This is an optimization exercise on Yosys and OpenROAD, whose aim is small area, not a production implementation.
Only simulation tests tie the RTL to the original design; equivalence was not proved. No driver is modelled on the clock port, so clocking that relies on it looks cheaper here than on a real chip.

// chervil_mixer
module chervil_mixer (
    input  wire        clk,
    input  wire        rst,
    input  wire        tick,
    input  wire        wr_en,
    input  wire        rd_en,
    input  wire [6:0]  addr,
    input  wire [31:0] wr_data,
    output wire        ready,
    output wire [31:0] rd_data,
    output reg         out_valid,
    output wire [15:0] out_sample
);
==> flow/config.mk <==
export PLATFORM = sky130hd
export DESIGN_NAME = chervil_mixer
export DESIGN_NICKNAME = chervil_mixer
export VERILOG_FILES = /design/flow/design.v
export SDC_FILE = /design/flow/constraint.sdc
export NUM_CORES = 8
export LEC_CHECK = 0
export ABC_AREA = 1
export CAP_MARGIN = 20
export CORE_MARGIN = 2
export CORE_UTILIZATION = 65
export CTS_CLUSTER_DIAMETER = 80
export CTS_CLUSTER_SIZE = 25
export SLEW_MARGIN = 20
export SYNTH_MEMORY_MAX_BITS = 16384
==> flow/constraint.sdc <==
create_clock -name core_clock -period 50.0 [get_ports {clk}]
set_input_delay 10.0000 -clock core_clock [delete_from_list [all_inputs] [get_ports {clk}]]
set_output_delay 10.0000 -clock core_clock [all_outputs]
set_load 0.01 [all_outputs]
standard.sh (not shown) runs the stock make flow with config.mk's settings and CLKGATE_MAP_FILE= SYNTH_SCRIPT=/design/flow/synth_recipe.tcl, a recipe that flattens the netlist after the stock synthesis.
==> flow/flow/run.sh <==
#!/bin/bash
# Standard ORFS layout (the standard.sh) with these changes:
#  - synthesis maps the design's chervil_oai22 gate onto the o22ai cell
#    (cellmap.tcl/cellmap.v, run as ORFS's SYNTH_CANONICALIZE_TCL hook);
#  - an area-oriented ABC script replaces ORFS's abc_area.script
#    (flow/abc_area.script; flip-flops are mapped before ABC and untouched);
#  - clock tree synthesis without dummy loads;
#  - the port buffers that global placement inserts use buf_1.
# make's full output goes to run_make.log; ORFS writes each step's log
# under orfs/logs.
set -euo pipefail
W=$PWD
mkdir -p "$W/scripts_abc"
cp -r "$FLOW_HOME/scripts/." "$W/scripts_abc/"
cp "$W/flow/abc_area.script" "$W/scripts_abc/abc_area.script"
CTS="-sink_clustering_enable -repair_clock_nets -sink_clustering_size 30 -sink_clustering_max_diameter 80 -dont_use_dummy_load"
bash "$W/standard.sh" SCRIPTS_DIR="$W/scripts_abc" CTS_ARGS="$CTS" \
    SYNTH_CANONICALIZE_TCL="$W/flow/cellmap.tcl" \
    BUFFER_PORTS_ARGS="-buffer_cell sky130_fd_sc_hd__buf_1" finish > "$W/run_make.log" 2>&1
==> flow/flow/abc_area.script <==
strash
ifraig
&get -n
&st
&dch
&nf -a -R 20
&put
==> flow/flow/cellmap.tcl <==
# Sourced by ORFS's synthesis canonicalize step (SYNTH_CANONICALIZE_TCL):
# replace chervil_oai22 by its cell-level version in cellmap.v.
read_verilog -overwrite [file join [file dirname $::env(SYNTH_CANONICALIZE_TCL)] cellmap.v]
hierarchy -check -top $::env(DESIGN_NAME)
==> flow/flow/cellmap.v <==
// Maps the design's chervil_oai22 gate onto the library's o22ai cell, so
// that the ring's slot-to-slot write gate is one cell per bit.
module chervil_oai22 (
    input  wire a1, a2, b1, b2,
    output wire y
);
    sky130_fd_sc_hd__o22ai_1 u_cell (.A1(a1), .A2(a2), .B1(b1), .B2(b2), .Y(y));
endmodule

// The multiplier's full adder onto the library's full-adder cell.
module chervil_fa (
    input  wire a, b, ci,
    output wire s, co
);
    sky130_fd_sc_hd__fa_1 u_cell (.A(a), .B(b), .CIN(ci), .SUM(s), .COUT(co));
endmodule
Rerun with:
--- a/flow/flow/run.sh
+++ b/flow/flow/run.sh
@@ -6,5 +6,6 @@
 #    (flow/abc_area.script; flip-flops are mapped before ABC and untouched);
 #  - clock tree synthesis without dummy loads;
-#  - the port buffers that global placement inserts use buf_1.
+#  - the port buffers that global placement inserts use buf_1;
+#  - clock buffers are clkbuf_8 with sinks clustered 15 at a time.
 # make's full output goes to run_make.log; ORFS writes each step's log
 # under orfs/logs.
@@ -14,5 +15,5 @@
 cp -r "$FLOW_HOME/scripts/." "$W/scripts_abc/"
 cp "$W/flow/abc_area.script" "$W/scripts_abc/abc_area.script"
-CTS="-sink_clustering_enable -repair_clock_nets -sink_clustering_size 30 -sink_clustering_max_diameter 80 -dont_use_dummy_load"
+CTS="-sink_clustering_enable -repair_clock_nets -sink_clustering_size 15 -sink_clustering_max_diameter 60 -buf_list sky130_fd_sc_hd__clkbuf_8 -dont_use_dummy_load"
 bash "$W/standard.sh" SCRIPTS_DIR="$W/scripts_abc" CTS_ARGS="$CTS" \
     SYNTH_CANONICALIZE_TCL="$W/flow/cellmap.tcl" \
==> flow/flow/abc_area.script (replaced) <==
strash
ifraig
&get -n
&st
&deepsyn -T 120
&dch
&nf -a -R 20
&put
Outcome: Fmax came out higher by 3.9%. Design area fell by 0.85%. Hold slack improved by 0.0069 ns. Clock skew went up by 0.088 ns. Utilization drops by 0.13 points. Worst setup slack gains 0.80 ns. Clock-buffer cell count grows by 50. Global-route usage came out higher by 4.1 points.
Rerun with:
--- a/flow/flow/run.sh
+++ b/flow/flow/run.sh
@@ -6,6 +6,5 @@
 #    (flow/abc_area.script; flip-flops are mapped before ABC and untouched);
 #  - clock tree synthesis without dummy loads;
-#  - the port buffers that global placement inserts use buf_1;
-#  - clock buffers are clkbuf_8 with sinks clustered 15 at a time.
+#  - the port buffers that global placement inserts use buf_1.
 # make's full output goes to run_make.log; ORFS writes each step's log
 # under orfs/logs.
@@ -15,5 +14,5 @@
 cp -r "$FLOW_HOME/scripts/." "$W/scripts_abc/"
 cp "$W/flow/abc_area.script" "$W/scripts_abc/abc_area.script"
-CTS="-sink_clustering_enable -repair_clock_nets -sink_clustering_size 15 -sink_clustering_max_diameter 60 -buf_list sky130_fd_sc_hd__clkbuf_8 -dont_use_dummy_load"
+CTS="-sink_clustering_enable -repair_clock_nets -sink_clustering_size 25 -sink_clustering_max_diameter 80 -dont_use_dummy_load"
 bash "$W/standard.sh" SCRIPTS_DIR="$W/scripts_abc" CTS_ARGS="$CTS" \
     SYNTH_CANONICALIZE_TCL="$W/flow/cellmap.tcl" \
==> flow/flow/abc_area.script (replaced) <==
strash
ifraig
&get -n
&st
&dch
&nf -a -R 20
&put
--- a/flow/config.mk
+++ b/flow/config.mk
@@ -10,6 +10,5 @@
 export CORE_MARGIN = 2
 export CORE_UTILIZATION = 65
-export CTS_CLUSTER_DIAMETER = 80
-export CTS_CLUSTER_SIZE = 25
+export GPL_TIMING_DRIVEN = 0
 export SLEW_MARGIN = 20
 export SYNTH_MEMORY_MAX_BITS = 16384
Result: Global-route usage shrinks by 2.9 points; via count goes down by 1.5%; die area rose by 1.2%; worst setup slack degrades by 1.5 ns; final area went up by 2.4%; synthesized area goes up by 1.2%; clock-buffer cell count fell by 42.

Another version of the RTL of chervil_mixer (not shown whole).
Size: ~5600 cells after synthesis, ~1300 flip-flops, roughly 94 I/O pins, roughly 0.053 sq mm of cells after synthesis.
export LEC_CHECK = 0
export ABC_AREA = 1
export CAP_MARGIN = 20
export CORE_MARGIN = 2
export CORE_UTILIZATION = 40
export SLEW_MARGIN = 20
export SYNTH_MEMORY_MAX_BITS = 16384
create_clock -name core_clock -period 50.0 [get_ports {clk}]
==> flow/flow/run.sh <==
#!/bin/bash
# Standard ORFS layout, with an area-oriented ABC mapping script in place
# of ORFS's abc_area.script. Everything else is the standard flow.
set -euo pipefail
W=$PWD
mkdir -p "$W/scripts_abc"
cp -r "$FLOW_HOME/scripts/." "$W/scripts_abc/"
cp "$W/flow/abc_area.script" "$W/scripts_abc/abc_area.script"
bash "$W/standard.sh" SCRIPTS_DIR="$W/scripts_abc" finish > "$W/run_make.log" 2>&1
==> flow/flow/abc_area.script <==
strash
&get -n
&st
&dch
&nf -a -R 20
&put
Next try:
==> flow/flow/run.sh (replaced) <==
#!/bin/bash
# Standard ORFS layout with two changes: an area-oriented ABC mapping script
# in place of ORFS's abc_area.script, and clock tree synthesis without
# dummy loads. Everything else is the standard flow.
set -euo pipefail
W=$PWD
mkdir -p "$W/scripts_abc"
cp -r "$FLOW_HOME/scripts/." "$W/scripts_abc/"
cp "$W/flow/abc_area.script" "$W/scripts_abc/abc_area.script"
CTS="-sink_clustering_enable -repair_clock_nets -sink_clustering_size 25 -sink_clustering_max_diameter 80 -dont_use_dummy_load"
bash "$W/standard.sh" SCRIPTS_DIR="$W/scripts_abc" CTS_ARGS="$CTS" finish > "$W/run_make.log" 2>&1
- CORE_UTILIZATION: 40 -> 60
- CTS_CLUSTER_DIAMETER: unset -> 80
- CTS_CLUSTER_SIZE: unset -> 25
What happened:
- The changed run completed with no timing, DRC or antenna violations
- wire length went down by 6.9%
- utilization grows by 20 points
Next try:
==> flow/flow/run.sh (replaced) <==
#!/bin/bash
# Standard ORFS layout (the standard.sh) with three changes:
#  - an area-oriented ABC mapping script replaces ORFS's abc_area.script
#    (flow/abc_area.script; flip-flops are mapped before ABC and untouched);
#  - clock tree synthesis without dummy loads;
#  - the port buffers that global placement inserts use buf_1.
# make's full output goes to run_make.log; ORFS writes each step's log
# under orfs/logs.
set -euo pipefail
W=$PWD
mkdir -p "$W/scripts_abc"
cp -r "$FLOW_HOME/scripts/." "$W/scripts_abc/"
cp "$W/flow/abc_area.script" "$W/scripts_abc/abc_area.script"
CTS="-sink_clustering_enable -repair_clock_nets -sink_clustering_size 25 -sink_clustering_max_diameter 80 -dont_use_dummy_load"
bash "$W/standard.sh" SCRIPTS_DIR="$W/scripts_abc" CTS_ARGS="$CTS" \
    BUFFER_PORTS_ARGS="-buffer_cell sky130_fd_sc_hd__buf_1" finish > "$W/run_make.log" 2>&1
==> flow/flow/abc_area.script (replaced) <==
strash
ifraig
&get -n
&st
&dch
&nf -a -R 20
&put
- CORE_UTILIZATION: 60 -> 65
Effect: The changed run ran to the end with no violations. Worst hold slack is worse by 15 ps. Final area falls by 2.0%. Cell count decreases by 1.6%.
Next try:
==> flow/run.sh (new file) <==
#!/bin/bash
# synth_recipe.tcl (not shown) runs the flow's synth.tcl, then flattens the netlist and writes it again
# the make line also repeats each setting of config.mk as NAME=value (left out here)
make -C /OpenROAD-flow-scripts/flow DESIGN_CONFIG=/design/flow/config.mk WORK_HOME=/design/flow/orfs CLKGATE_MAP_FILE= SYNTH_SCRIPT=/design/flow/synth_recipe.tcl finish
- CORE_UTILIZATION: 65 -> 40
- CTS_CLUSTER_DIAMETER: 80 -> unset
- CTS_CLUSTER_SIZE: 25 -> unset
removed: flow/flow/run.sh
removed: flow/flow/abc_area.script
removed: flow/standard.sh
Outcome:
- cell count rises by a quarter to a third
- clock skew falls by 120 ps

== cedar ==
RTL: one of the versions met above, not the one the previous note started from.
For scale: roughly 4700 cells after synthesis, about 1300 flip-flops, about 94 I/O pins, about 50000 sq um of cells after synthesis.
==> flow/design.v (excerpt) <==
module chervil_mixer (
    input  wire        clk,
    input  wire        rst,
    input  wire        tick,
    input  wire        wr_en,
    input  wire        rd_en,
    input  wire [6:0]  addr,
    input  wire [31:0] wr_data,
    output wire        ready,
    output wire [31:0] rd_data,
    output reg         out_valid,
    output wire [15:0] out_sample
);
export LEC_CHECK = 0
export ABC_AREA = 1
export CAP_MARGIN = 20
export CORE_MARGIN = 2
export CORE_UTILIZATION = 65
export CTS_CLUSTER_DIAMETER = 80
export CTS_CLUSTER_SIZE = 25
export SLEW_MARGIN = 20
export SYNTH_MEMORY_MAX_BITS = 16384
create_clock -name core_clock -period 50.0 [get_ports {clk}]
==> flow/flow/run.sh <==
#!/bin/bash
# Standard ORFS layout (the standard.sh) with these changes:
#  - synthesis maps the design's chervil_oai22 gate onto the o22ai cell
#    (cellmap.tcl/cellmap.v, run as ORFS's SYNTH_CANONICALIZE_TCL hook);
#  - an area-oriented ABC script replaces ORFS's abc_area.script
#    (flow/abc_area.script; flip-flops are mapped before ABC and untouched);
#  - clock tree synthesis without dummy loads;
#  - the port buffers that global placement inserts use buf_1.
# make's full output goes to run_make.log; ORFS writes each step's log
# under orfs/logs.
set -euo pipefail
W=$PWD
mkdir -p "$W/scripts_abc"
cp -r "$FLOW_HOME/scripts/." "$W/scripts_abc/"
cp "$W/flow/abc_area.script" "$W/scripts_abc/abc_area.script"
CTS="-sink_clustering_enable -repair_clock_nets -sink_clustering_size 25 -sink_clustering_max_diameter 80 -dont_use_dummy_load"
bash "$W/standard.sh" SCRIPTS_DIR="$W/scripts_abc" CTS_ARGS="$CTS" \
    SYNTH_CANONICALIZE_TCL="$W/flow/cellmap.tcl" \
    BUFFER_PORTS_ARGS="-buffer_cell sky130_fd_sc_hd__buf_1" finish > "$W/run_make.log" 2>&1
==> flow/flow/abc_area.script <==
strash
ifraig
&get -n
&st
&dch
&nf -a -R 20
&put
Scripts as last shown in full above: flow/flow/cellmap.tcl, flow/flow/cellmap.v
--- input diff cedar..indigo ---
- an added PLACE_DENSITY of 0.8
==> flow/flow/run.sh <==
#!/bin/bash
# Standard ORFS layout (the standard.sh) with these changes:
#  - synthesis maps the design's chervil_oai22 gate onto the o22ai cell
#    (cellmap.tcl/cellmap.v, run as ORFS's SYNTH_CANONICALIZE_TCL hook);
#  - an area-oriented ABC script replaces ORFS's abc_area.script
#    (flow/abc_area.script; flip-flops are mapped before ABC and untouched);
#  - clock tree synthesis without dummy loads;
#  - the port buffers that global placement inserts use buf_1;
#  - clock buffers are clkbuf_8 with sinks clustered 15 at a time.
# make's full output goes to run_make.log; ORFS writes each step's log
# under orfs/logs.
set -euo pipefail
W=$PWD
mkdir -p "$W/scripts_abc"
cp -r "$FLOW_HOME/scripts/." "$W/scripts_abc/"
cp "$W/flow/abc_area.script" "$W/scripts_abc/abc_area.script"
CTS="-sink_clustering_enable -repair_clock_nets -sink_clustering_size 15 -sink_clustering_max_diameter 60 -buf_list sky130_fd_sc_hd__clkbuf_8 -dont_use_dummy_load"
bash "$W/standard.sh" SCRIPTS_DIR="$W/scripts_abc" CTS_ARGS="$CTS" \
    SYNTH_CANONICALIZE_TCL="$W/flow/cellmap.tcl" \
    BUFFER_PORTS_ARGS="-buffer_cell sky130_fd_sc_hd__buf_1" finish > "$W/run_make.log" 2>&1
==> flow/flow/abc_area.script <==
strash
ifraig
&get -n
&st
&deepsyn -T 120
&dch
&nf -a -R 20
&put
Notes after the runs:
- Diff cedar -> indigo: placed standard-cell area shrank by about 1.2%; via total after detailed routing grew by 243; via count of the first global-routing pass held steady.
- Changes observed in indigo relative to cedar: global routing met1 resource utilization grew by 4.2 points, clock tree buffer count of the final layout now sits higher, post-route fraction of the period consumed by the critical path went down, synthesized area down about 1.2%.
- indigo reports a lower design area than cedar does.
Relative to indigo, the following input files were edited for yarrow:
- removing PLACE_DENSITY (formerly 0.8)
-- flow/flow/run.sh --
<<< indigo, line 6
#    (flow/abc_area.script; flip-flops are mapped before ABC and untouched);
#  - clock tree synthesis without dummy loads;
#  - the port buffers that global placement inserts use buf_1;
#  - clock buffers are clkbuf_8 with sinks clustered 15 at a time.
# make's full output goes to run_make.log; ORFS writes each step's log
# under orfs/logs.
>>> yarrow, line 6
#    (flow/abc_area.script; flip-flops are mapped before ABC and untouched);
#  - clock tree synthesis without dummy loads;
#  - the port buffers that global placement inserts use buf_1.
# make's full output goes to run_make.log; ORFS writes each step's log
# under orfs/logs.
==> flow/flow/abc_area.script <==
strash
ifraig
&get -n
&st
&dch
&nf -a -R 20
&put
## What came out
Every stage of the flow completed for yarrow, and the final layout passed the timing, DRC and antenna checks.
Min clock period minus worst slack across yarrow and indigo: indigo
yarrow -> indigo: maximum level of the CTS H-tree delta 0, exact match
Setup changes, yarrow to lagoon
==> flow/flow/run.sh <==
#!/bin/bash
# Standard ORFS layout (the standard.sh) with these changes:
#  - synthesis maps the design's chervil_oai22 gate onto the o22ai cell
#    (cellmap.tcl/cellmap.v, run as ORFS's SYNTH_CANONICALIZE_TCL hook);
#  - an area-oriented ABC script replaces ORFS's abc_area.script
#    (flow/abc_area.script; flip-flops are mapped before ABC and untouched);
#  - clock tree synthesis without dummy loads;
#  - the port buffers that global placement inserts use buf_1;
#  - clock buffers are clkbuf_8 with sinks clustered 15 at a time.
# make's full output goes to run_make.log; ORFS writes each step's log
# under orfs/logs.
set -euo pipefail
W=$PWD
mkdir -p "$W/scripts_abc"
cp -r "$FLOW_HOME/scripts/." "$W/scripts_abc/"
cp "$W/flow/abc_area.script" "$W/scripts_abc/abc_area.script"
CTS="-sink_clustering_enable -repair_clock_nets -sink_clustering_size 7 -sink_clustering_max_diameter 40 -buf_list sky130_fd_sc_hd__clkbuf_4 -dont_use_dummy_load"
bash "$W/standard.sh" SCRIPTS_DIR="$W/scripts_abc" CTS_ARGS="$CTS" \
    SYNTH_CANONICALIZE_TCL="$W/flow/cellmap.tcl" \
    BUFFER_PORTS_ARGS="-buffer_cell sky130_fd_sc_hd__buf_1" finish > "$W/run_make.log" 2>&1
==> flow/flow/abc_area.script <==
strash
ifraig
&get -n
&st
&deepsyn -T 120
&dch
&nf -a -R 20
&put
[summary]
lagoon: full flow OK, the timing, DRC and antenna checks passed. Summary of lagoon over yarrow: worst path setup slack after routing has increased, number of buffers outside the clock class in the layout has decreased, mean instance size in the synthesized netlist has increased. Changes observed in lagoon relative to yarrow: global-route usage increased 4.7 points; wire length of the first global-routing pass climbed 7.3%; via count grew by 1146; final area -420 sq um.
Input changes introduced in willow (baseline for comparison: lagoon):
- swapping 65 for 58 in CORE_UTILIZATION
-- flow/flow/run.sh --
<<< lagoon, line 15
cp -r "$FLOW_HOME/scripts/." "$W/scripts_abc/"
cp "$W/flow/abc_area.script" "$W/scripts_abc/abc_area.script"
CTS="-sink_clustering_enable -repair_clock_nets -sink_clustering_size 7 -sink_clustering_max_diameter 40 -buf_list sky130_fd_sc_hd__clkbuf_4 -dont_use_dummy_load"
bash "$W/standard.sh" SCRIPTS_DIR="$W/scripts_abc" CTS_ARGS="$CTS" \
    SYNTH_CANONICALIZE_TCL="$W/flow/cellmap.tcl" \
>>> willow, line 15
cp -r "$FLOW_HOME/scripts/." "$W/scripts_abc/"
cp "$W/flow/abc_area.script" "$W/scripts_abc/abc_area.script"
CTS="-sink_clustering_enable -repair_clock_nets -sink_clustering_size 15 -sink_clustering_max_diameter 60 -buf_list sky130_fd_sc_hd__clkbuf_8 -dont_use_dummy_load"
bash "$W/standard.sh" SCRIPTS_DIR="$W/scripts_abc" CTS_ARGS="$CTS" \
    SYNTH_CANONICALIZE_TCL="$W/flow/cellmap.tcl" \
==> results.txt <==
Looking at final layout net count, willow sits 77 lower than lagoon does.
As far as count of cell instances traversed by the critical path is concerned, lagoon and willow perform about the same.
Post-detailed-routing wire length, lagoon and willow: smaller value in lagoon
Of lagoon and willow, the higher count of vias placed by the detailed router belongs to lagoon.
Max maximum number of pins on one net before global-route repair across lagoon and willow: lagoon
In the flow results for lagoon and willow, the number of antenna violations at the first check in global routing is smaller on willow.
In the flow results for lagoon and willow, the ratio of routed vias to standard cells is smaller on willow.

==> afterwards: timing with drivers on the ports <==
Ports are ideal in the flow. The routed layouts listed here were re-timed in OpenROAD.
Step 1: set_driving_cell puts a clkbuf_16 on clk and a buf_2 on each other input, an assumption about the parent block.
Step 2, shift: input delay + t, output delay - t, t = (earliest + latest rising clock arrival at the registers) / 2. This alone moves slack from input paths to output paths.
Slacks: no drivers / after step 1 / after step 2; pairs: no drivers / after step 1.
run	t (ns)	setup slack, ns	worst setup path at the end	latest minus earliest clock arrival (ns)	slew at the worst register clock pin (ns)
the first run of note 1	0.688	28.573 / 28.573 / 28.573	register to register	0.135 / 0.134	0.12 / 0.12
the second run of note 1	0.843	29.369 / 29.369 / 29.369	register to register	0.195 / 0.194	0.10 / 0.10
the third run of note 1	0.715	27.833 / 27.833 / 27.833	register to register	0.153 / 0.153	0.11 / 0.11
the first run of note 2	0.858	27.671 / 27.671 / 27.671	register to register	0.041 / 0.042	0.07 / 0.07
the second run of note 2	0.711	27.984 / 27.984 / 27.984	register to register	0.077 / 0.078	0.10 / 0.10
the third run of note 2	0.722	28.197 / 28.197 / 28.197	register to register	0.145 / 0.145	0.10 / 0.10
the fourth run of note 2	0.851	28.281 / 28.281 / 28.281	register to register	0.027 / 0.026	0.07 / 0.07
cedar	0.727	28.731 / 28.731 / 28.731	register to register	0.158 / 0.158	0.11 / 0.11
indigo	0.821	29.408 / 29.408 / 29.408	register to register	0.149 / 0.150	0.10 / 0.10
yarrow	0.777	28.726 / 28.726 / 28.726	register to register	0.145 / 0.145	0.10 / 0.10
lagoon	1.155	29.420 / 29.420 / 29.420	register to register	0.190 / 0.190	0.09 / 0.09
willow	0.885	29.347 / 29.347 / 29.347	register to register	0.155 / 0.154	0.11 / 0.11
After both steps setup and hold are still met in every run listed.
